Source: an optimization exercise on an open RTL-to-GDS flow (aim: small area, a short achievable clock period and few clock cycles per item). Production flows keep margins and buffers that such runs may drop.
RTL that was checked went through simulation tests only; none was proved equivalent to the original.

v10:
Design sr_gen, start of the top module:
module sr_gen (
    input  wire        clk,
    input  wire        rst,
    input  wire        in_valid,
    output wire        in_ready,
    input  wire        in_load,
    input  wire [63:0] in_j,
    input  wire [63:0] in_s,
    input  wire [31:0] in_t,
    input  wire [47:0] in_x,
    output wire        out_valid,
    input  wire        out_ready,
    output wire [23:0] out_u
);
    localparam [63:0] KEY_SALT = 64'h6A3D_2F59_C1B8_7E05;
    localparam integer D = 6;     
    localparam [2:0] ST_IDLE = 3'd0;    
    localparam [2:0] ST_K1   = 3'd1;    
    localparam [2:0] ST_I2   = 3'd2;    
    localparam [2:0] ST_K2   = 3'd3;    
    localparam [2:0] ST_I3   = 3'd4;    
    localparam [2:0] ST_K3   = 3'd5;    
    reg  [2:0]  st;
    reg  [63:0] key;
    reg  [31:0] t_hold;
    reg         rdy, rdy_o;             
    reg         v1, v2, v3, v4;         
    reg         k1, k2, k3, k4;         
    reg  [63:0] a1, na1;
    reg  [63:0] a2, na2;
    wire ta_s1, ta_c1;
    sr_fa ta_fata_s1 (.a(na1[4]), .b(a1[2]), .c(a1[0]), .s(ta_s1), .co(ta_c1));
    wire ta_s2, ta_c2;
    sr_fa ta_fata_s2 (.a(na1[5]), .b(a1[3]), .c(a1[1]), .s(ta_s2), .co(ta_c2));
    wire ta_s3, ta_c3;
    sr_fa ta_fata_s3 (.a(na1[6]), .b(a1[4]), .c(a1[2]), .s(ta_s3), .co(ta_c3));
    wire ta_s4, ta_c4;
    sr_fa ta_fata_s4 (.a(na1[7]), .b(a1[5]), .c(a1[3]), .s(ta_s4), .co(ta_c4));
    wire ta_s5, ta_c5;
    sr_fa ta_fata_s5 (.a(na1[0]), .b(ta_c3), .c(ta_s4), .s(ta_s5), .co(ta_c5));
    wire ta_s6, ta_c6;
  ...
Size in the first run: ~4300 cells after synthesis, about 760 flip-flops, roughly 240 I/O pins, roughly 0.057 mm2 of cells after synthesis.
Settings: LEC_CHECK=0, CAP_MARGIN=30, CORE_MARGIN=2, CORE_UTILIZATION=50, PLACE_DENSITY=0.65, SETUP_SLACK_MARGIN=0.4, SLEW_MARGIN=60, SYNTH_HIERARCHICAL=1; clock period 12.0 ns.
standard.sh (not shown) runs the stock make flow with config.mk's settings and CLKGATE_MAP_FILE= SYNTH_SCRIPT=/design/flow/synth_recipe.tcl, a recipe that flattens the netlist after the stock synthesis.
==> flow/flow/run.sh <==
#!/bin/bash
# Layout: the standard flow (standard.sh) with the standard synthesis
# unchanged. After synthesis two things differ from the standard run:
#  - the port buffers are buf_2 cells instead of the delay cell that
#    buffer_ports picks by default (every port still gets its buffer);
#  - the delay cells (clkdlybuf4s*, dlygate*, dlymetal*) are added to the
#    platform's don't-use list, so the repair of slew, capacitance and long
#    wires uses plain buffers.
# Each tool's output goes to a log file of its own in this folder.
set -euo pipefail
bash standard.sh synth > synth.log 2>&1
FULL=$(make -s -C "$FLOW_HOME" DESIGN_CONFIG="$PWD/config.mk" WORK_HOME="$PWD/orfs" \
       print-DONT_USE_CELLS 2> print_dont_use.log | sed -n 's/^DONT_USE_CELLS: //p')
DU="$FULL"
for c in clkdlybuf4s15_1 clkdlybuf4s15_2 clkdlybuf4s18_1 clkdlybuf4s18_2 \
         clkdlybuf4s25_1 clkdlybuf4s25_2 clkdlybuf4s50_1 clkdlybuf4s50_2 \
         dlygate4sd1_1 dlygate4sd2_1 dlygate4sd3_1 \
         dlymetal6s2s_1 dlymetal6s4s_1 dlymetal6s6s_1; do
  DU="$DU sky130_fd_sc_hd__$c"
done
echo "DONT_USE_CELLS=$DU" > dont_use.txt
bash standard.sh "DONT_USE_CELLS=$DU" \
  "BUFFER_PORTS_ARGS=-buffer_cell sky130_fd_sc_hd__buf_2" finish > layout.log 2>&1
Testbench counts of v10, summed over its fixed seeds: cycles 26,224, items 23,844.
Inputs modified between v10 and v21:
- putting CTS_BUF_LIST at sky130_fd_sc_hd__clkbuf_4 sky130_fd_sc_hd__clkbuf_8 where nothing was set
- Although v21 finished all stages, its layout failed final checks on antenna rules.
- Taking v10 as the reference, in v21 final cell count higher; layout cell share with drive strength beyond 1 went up by 1.6 points; worst path required time +0.16 ns; sequential share of layout area flat; combined global-route utilization of all metal layers now larger.
diff inputs: v21 => v52
- CTS_BUF_LIST: sky130_fd_sc_hd__clkbuf_4 sky130_fd_sc_hd__clkbuf_8 -> unset
- CAP_MARGIN: 30 -> 20
- SLEW_MARGIN: 60 -> 40
--- outcome ---
- v52: all stages complete, timing, DRC and antenna checks passed
- v52 vs v21: clock buffer count in the final layout down in v52
- Cmp v21 and v52 / final period utilization / higher: v52
- Summary of v52 over v21: H-tree depth went down by 1, detailed-routing wirelength on met1 dropped about 0.32%.

========
sr_gen, a different RTL version from the one above (not shown whole).
For scale: ~4400 cells after synthesis, ~780 flip-flops, ~58000 sq um of cells after synthesis.
## sr_gen
module sr_gen (
    input  wire        clk,
    input  wire        rst,
    input  wire        in_valid,
    output wire        in_ready,
    input  wire        in_load,
    input  wire [63:0] in_j,
    input  wire [63:0] in_s,
    input  wire [31:0] in_t,
    input  wire [47:0] in_x,
    output wire        out_valid,
    input  wire        out_ready,
    output wire [23:0] out_u
);
==> flow/config.mk <==
export PLATFORM = sky130hd
export DESIGN_NAME = sr_gen
export DESIGN_NICKNAME = sr_gen
export VERILOG_FILES = /design/flow/design.v
export SDC_FILE = /design/flow/constraint.sdc
export NUM_CORES = 4
export LEC_CHECK = 0
export CAP_MARGIN = 40
export CORE_MARGIN = 2
export CORE_UTILIZATION = 50
export GPL_ROUTABILITY_DRIVEN = 0
export PLACE_DENSITY = 0.72
export SETUP_SLACK_MARGIN = 0.4
export SLEW_MARGIN = 70
export SYNTH_HIERARCHICAL = 1
==> flow/constraint.sdc <==
create_clock -name core_clock -period 12.0 [get_ports {clk}]
set_input_delay 2.4000 -clock core_clock [delete_from_list [all_inputs] [get_ports {clk}]]
set_output_delay 2.4000 -clock core_clock [all_outputs]
set_load 0.01 [all_outputs]
Scripts as last shown in full above: flow/flow/run.sh
Testbench counts at the start, summed over its fixed seeds: cycles 26,224, items 23,844.
Then changed:
- PLACE_DENSITY: 0.72 -> 0.65
After rerunning:
- The changed run went through all stages and came out clean
- setup slack gets better by 0.069 ns
- via count drops by 2.9%
- maximum frequency climbs by 1.7%
- cell count barely changes
- wire length drops by 1.2%
Then changed:
- GPL_ROUTABILITY_DRIVEN: 0 -> not set
After rerunning: Routed wire length rose by about 1.9%. Die area is unchanged. Cell count stays flat. First-iteration DRC count rose by about 0.32%. Final area stays flat.
Then changed:
- GPL_ROUTABILITY_DRIVEN: not set -> 0
- PLACE_DENSITY: 0.65 -> 0.6
Outcome: Routed wire length came out higher slightly. Utilization is about the same. Clock skew drops by 0.012 ns. Final cell count stays flat.
Then changed:
- CAP_MARGIN: 40 -> 30
- GPL_ROUTABILITY_DRIVEN: 0 -> not set
- PLACE_DENSITY: 0.6 -> 0.65
- SLEW_MARGIN: 70 -> 60
Hold slack degrades by 0.0059 ns.
Utilization went down by 0.85 points.
Via count went down slightly.
Sequential share of layout area went up by 0.12 points.
Worst setup slack improves by 0.094 ns.
Wire length went down slightly.
Final cell count went down slightly.

========
== job 7543 ==
sr_gen, a different RTL version from the one above (not shown whole).
For scale: roughly 4300 cells after synthesis, roughly 750 flip-flops, ~240 I/O pins, roughly 0.057 mm^2 of cells after synthesis.
Settings: LEC_CHECK=0, CAP_MARGIN=50, CORE_MARGIN=2, CORE_UTILIZATION=50, PLACE_DENSITY=0.65, SETUP_SLACK_MARGIN=0.4, SLEW_MARGIN=80, SYNTH_HIERARCHICAL=1; clock period 12.0 ns.
==> flow/flow/run.sh <==
#!/bin/bash
# Layout: the standard flow (standard.sh), with the standard synthesis
# unchanged. After synthesis the delay cells (clkdlybuf4s*, dlygate*,
# dlymetal*) are added to the don't-use list, so that port buffering and the
# repair of slew and long wires use plain buffers. Each step's output goes to
# a log file in this folder.
set -euo pipefail
bash standard.sh synth > synth.log 2>&1
DU=""
for c in clkdlybuf4s15_1 clkdlybuf4s15_2 clkdlybuf4s18_1 clkdlybuf4s18_2 \
         clkdlybuf4s25_1 clkdlybuf4s25_2 clkdlybuf4s50_1 clkdlybuf4s50_2 \
         dlygate4sd1_1 dlygate4sd2_1 dlygate4sd3_1 \
         dlymetal6s2s_1 dlymetal6s4s_1 dlymetal6s6s_1; do
  DU="$DU sky130_fd_sc_hd__$c"
done
DONT_USE_CELLS="$DU" bash standard.sh finish > layout.log 2>&1
Input-level comparison between job 4505 and job 7543:
==> flow/flow/run.sh <==
#!/bin/bash
# Layout: the standard flow (standard.sh) with the standard synthesis
# unchanged. After synthesis two things differ from the standard run:
#  - the port buffers are buf_2 cells instead of the delay cell that
#    buffer_ports picks by default (every port still gets its buffer);
#  - the delay cells (clkdlybuf4s*, dlygate*, dlymetal*) are added to the
#    platform's don't-use list, so the repair of slew, capacitance and long
#    wires uses plain buffers.
# Each tool's output goes to a log file of its own in this folder.
set -euo pipefail
bash standard.sh synth > synth.log 2>&1
FULL=$(make -s -C "$FLOW_HOME" DESIGN_CONFIG="$PWD/config.mk" WORK_HOME="$PWD/orfs" \
       print-DONT_USE_CELLS 2> print_dont_use.log | sed -n 's/^DONT_USE_CELLS: //p')
DU="$FULL"
for c in clkdlybuf4s15_1 clkdlybuf4s15_2 clkdlybuf4s18_1 clkdlybuf4s18_2 \
         clkdlybuf4s25_1 clkdlybuf4s25_2 clkdlybuf4s50_1 clkdlybuf4s50_2 \
         dlygate4sd1_1 dlygate4sd2_1 dlygate4sd3_1 \
         dlymetal6s2s_1 dlymetal6s4s_1 dlymetal6s6s_1; do
  DU="$DU sky130_fd_sc_hd__$c"
done
echo "DONT_USE_CELLS=$DU" > dont_use.txt
bash standard.sh "DONT_USE_CELLS=$DU" \
  "BUFFER_PORTS_ARGS=-buffer_cell sky130_fd_sc_hd__buf_2" finish > layout.log 2>&1
Findings:
- Against job 7543, job 4505 comes in 3.7% higher on placed wire-length estimate.
- In terms of routed wirelength normalized by instance count, job 4505 and job 7543 differ only marginally.
- Die outline area of job 7543 is on par with job 4505.
- Job 4505 vs. job 7543: sequential standard cell area now sits higher, worst hold slack now sits higher, final clock period utilization by the worst path now sits lower.
- Looking at register share of the cell area across job 4505 and job 7543, the one that comes out lower is job 7543.
- Clock tree buffer count of the final layout in job 4505 is 11 higher than in job 7543
Input changes introduced in job 9302 (baseline for comparison: job 4505):
==> flow/run.sh (new file) <==
#!/bin/bash
# synth_recipe.tcl (not shown) runs the flow's synth.tcl, then flattens the netlist and writes it again
# the make line also repeats each setting of config.mk as NAME=value (left out here)
make -C /OpenROAD-flow-scripts/flow DESIGN_CONFIG=/design/flow/config.mk WORK_HOME=/design/flow/orfs CLKGATE_MAP_FILE= SYNTH_SCRIPT=/design/flow/synth_recipe.tcl finish
removed: flow/flow/run.sh
removed: flow/standard.sh
Notes after the runs:
The maximum fanout encountered on the critical timing path in job 9302 sits 5 below the value recorded for job 4505.
In job 9302, final cell area excluding filler cells is higher than in job 4505.
Diff job 4505 -> job 9302 | placed instance area | up slightly
Job 4505 → job 9302: number of clock buffer instances in the layout went down 11.
A first element of the critical path of cs1[12]$_DFF_P_ is what job 9302 shows, while a2[4]$_DFF_P_ belongs to job 4505.
No functional check of the RTL was part of any run of this note.

========
== job 1432 ==
sr_gen, a different RTL version from the one above (not shown whole).
Size in the first run: about 4300 cells after synthesis, roughly 760 flip-flops, roughly 240 I/O pins, about 57000 µm² of cells after synthesis.
Settings: LEC_CHECK=0, CAP_MARGIN=40, CORE_MARGIN=2, CORE_UTILIZATION=50, GPL_ROUTABILITY_DRIVEN=0, PLACE_DENSITY=0.65, SETUP_SLACK_MARGIN=0.4, SLEW_MARGIN=70, SYNTH_HIERARCHICAL=1; clock period 12.0 ns.
==> flow/flow/run.sh <==
#!/bin/bash
# Layout: the standard flow (standard.sh) with the standard synthesis
# unchanged. After synthesis two things differ from the standard run:
#  - the port buffers are buf_2 cells instead of the delay cell that
#    buffer_ports picks by default (every port still gets its buffer);
#  - the delay cells (clkdlybuf4s*, dlygate*, dlymetal*) are added to the
#    platform's don't-use list, so the repair of slew, capacitance and long
#    wires uses plain buffers.
# Each tool's output goes to a log file of its own in this folder.
set -euo pipefail
bash standard.sh synth > synth.log 2>&1
FULL=$(make -s -C "$FLOW_HOME" DESIGN_CONFIG="$PWD/config.mk" WORK_HOME="$PWD/orfs" \
       print-DONT_USE_CELLS 2> print_dont_use.log | sed -n 's/^DONT_USE_CELLS: //p')
DU="$FULL"
for c in clkdlybuf4s15_1 clkdlybuf4s15_2 clkdlybuf4s18_1 clkdlybuf4s18_2 \
         clkdlybuf4s25_1 clkdlybuf4s25_2 clkdlybuf4s50_1 clkdlybuf4s50_2 \
         dlygate4sd1_1 dlygate4sd2_1 dlygate4sd3_1 \
         dlymetal6s2s_1 dlymetal6s4s_1 dlymetal6s6s_1; do
  DU="$DU sky130_fd_sc_hd__$c"
done
echo "DONT_USE_CELLS=$DU" > dont_use.txt
bash standard.sh "DONT_USE_CELLS=$DU" \
  "BUFFER_PORTS_ARGS=-buffer_cell sky130_fd_sc_hd__buf_2" finish > layout.log 2>&1
The following lists how job 4178 was set up differently from job 1432:
# job 1432
export LEC_CHECK = 0
export CAP_MARGIN = 40
export CORE_MARGIN = 2
export CORE_UTILIZATION = 50
export GPL_ROUTABILITY_DRIVEN = 0
export PLACE_DENSITY = 0.65
export SETUP_SLACK_MARGIN = 0.4
export SLEW_MARGIN = 70
export SYNTH_HIERARCHICAL = 1
create_clock -name core_clock -period 12.0 [get_ports {clk}]
# job 4178
export LEC_CHECK = 0
export CAP_MARGIN = 30
export CORE_MARGIN = 2
export CORE_UTILIZATION = 50
export PLACE_DENSITY = 0.65
export SETUP_SLACK_MARGIN = 0.4
export SLEW_MARGIN = 60
export SYNTH_HIERARCHICAL = 1
create_clock -name core_clock -period 12.0 [get_ports {clk}]
Findings:
- Higher number of cells in the design after placement goes to job 1432 over job 4178.
- Compare job 1432 and job 4178 | core utilization higher: job 1432
- Going from job 1432 to job 4178, largest fanout of any net on the critical path went down; least setup slack across all paths after layout fell by 0.095 ns; met3 track demand over resource down 2.8 points; fraction of area in clock buffers and inverters grew by 0.30 points.
No run of this note included a check of the RTL's function; only the layout flow was run.

========
sr_gen, a different RTL version from the one above (not shown whole).
For scale: ~3,900 cells after synthesis, ~620 flip-flops, ~52,000 um^2 of cells after synthesis.
make LEC_CHECK=0 CAP_MARGIN=50 CORE_MARGIN=2 CORE_UTILIZATION=30 PLACE_DENSITY=0.5 SETUP_SLACK_MARGIN=0.4 SLEW_MARGIN=80 SYNTH_HIERARCHICAL=1 finish   # period 12.0 ns
run.sh (not shown) runs the stock make flow with config.mk's settings and CLKGATE_MAP_FILE= SYNTH_SCRIPT=/design/flow/synth_recipe.tcl, a recipe that flattens the netlist after the stock synthesis.
Stock flow here: none of the scripts above is used.
The first run finished clean.
Next try:
CAP_MARGIN = 20   (was 50)
SLEW_MARGIN = 20   (was 80)
Outcome: The changed run passed the timing, design-rule and antenna checks. Clock-buffer cell count came out higher by 5. Worst setup slack degrades by 1.1 ns. Wire length goes down by 1.1%. Cell count came out lower by 2.0%. Fmax went down by 17%. Synthesized area does not change. Design area drops by 5.7%. Non-clock buffer count goes down by 141. Flip-flop and latch count does not change. Hold slack hardly moves. Utilization came out lower by 2.1 points.
Function was not checked in any run of this note: the RTL went through the layout flow alone.

========
Another version of the RTL of sr_gen (not shown whole).
Size in the first run: roughly 4400 cells after synthesis, about 780 flip-flops, roughly 240 I/O pins.
Settings: LEC_CHECK=0, CAP_MARGIN=50, CORE_MARGIN=2, CORE_UTILIZATION=65, PLACE_DENSITY=0.8, SETUP_SLACK_MARGIN=0.4, SLEW_MARGIN=80, SYNTH_HIERARCHICAL=1; clock period 12.0 ns.
standard.sh (not shown) runs the stock make flow with config.mk's settings and CLKGATE_MAP_FILE= SYNTH_SCRIPT=/design/flow/synth_recipe.tcl, a recipe that flattens the netlist after the stock synthesis.
Scripts as last shown in full above: flow/flow/run.sh
The baseline finished with timing, DRC and antenna clean.
Edit:
Settings changed: CORE_UTILIZATION 65 to 50, PLACE_DENSITY 0.8 to 0.65.
Setup slack improved by 0.19 ns.
Sequential share of layout area falls by 0.21 points.
Maximum frequency rises by 4.4%.
First-iteration DRC count falls by 13%.
Hold slack got worse by 0.018 ns.
Cell area rises by 1.0%.
Cell count rises by 5.7%.
Function was not checked in any run of this note: the RTL went through the layout flow alone.

## what the ideal ports hide
How much do the figures lean on ideal ports? The routed layouts below were timed once more, with nothing changed but the port constraints. Step 1, drivers: a clkbuf_16 drives clk and a buf_2 each remaining input, both assumed. Step 2 times the ports against the registers' clock, not the clock port: input delays grow and output delays shrink by t, the midpoint of the rising clock arrivals with the driver on. Slacks: no drivers / after step 1 / after step 2; pairs: no drivers / after step 1.
| run | t (ns) | setup slack, ns | worst setup path at the end | worst register clock-pin slew, ns | cell pins on the clock port's net |
|---|---|---|---|---|---|
| v10 | 0.744 | 7.568 / 7.568 / 7.019 | input to register | 0.07 / 0.07 | 1 |
| v21 | 0.913 | 7.583 / 7.583 / 6.971 | input to register | 0.08 / 0.08 | 1 |
| v52 | 0.758 | 7.207 / 7.207 / 6.686 | input to register | 0.07 / 0.07 | 1 |
| the first run of note 2 | 0.744 | 7.813 / 7.813 / 7.341 | input to register | 0.07 / 0.07 | 1 |
| the second run of note 2 | 0.758 | 7.881 / 7.881 / 7.461 | input to register | 0.07 / 0.07 | 1 |
| the third run of note 2 | 0.756 | 7.794 / 7.794 / 7.386 | input to register | 0.07 / 0.07 | 1 |
| the fourth run of note 2 | 0.749 | 7.607 / 7.607 / 7.411 | input to register | 0.07 / 0.07 | 1 |
| the fifth run of note 2 | 0.738 | 7.701 / 7.701 / 7.274 | input to register | 0.08 / 0.08 | 1 |
| job 7543 | 0.748 | 7.480 / 7.480 / 7.145 | input to register | 0.07 / 0.07 | 1 |
| job 4505 | 0.746 | 7.592 / 7.592 / 7.502 | input to register | 0.07 / 0.07 | 1 |
| job 9302 | 0.748 | 7.480 / 7.480 / 7.145 | input to register | 0.07 / 0.07 | 1 |
| job 1432 | 0.736 | 7.631 / 7.631 / 7.398 | input to register | 0.07 / 0.07 | 1 |
| job 4178 | 0.748 | 7.536 / 7.536 / 7.252 | input to register | 0.07 / 0.07 | 1 |
| the first run of note 5 | 0.763 | 6.765 / 6.763 / 6.765 | register to register | 0.07 / 0.07 | 1 |
| the second run of note 5 | 0.772 | 5.659 / 5.659 / 5.659 | register to register | 0.07 / 0.07 | 1 |
| the first run of note 6 | 0.746 | 7.376 / 7.376 / 7.376 | register to register | 0.07 / 0.07 | 1 |
| the second run of note 6 | 0.754 | 7.571 / 7.571 / 7.571 | register to register | 0.07 / 0.07 | 1 |
The setup slack of v21, which loses most, moves by 0.000 ns with the drivers and by -0.612 ns with both steps.
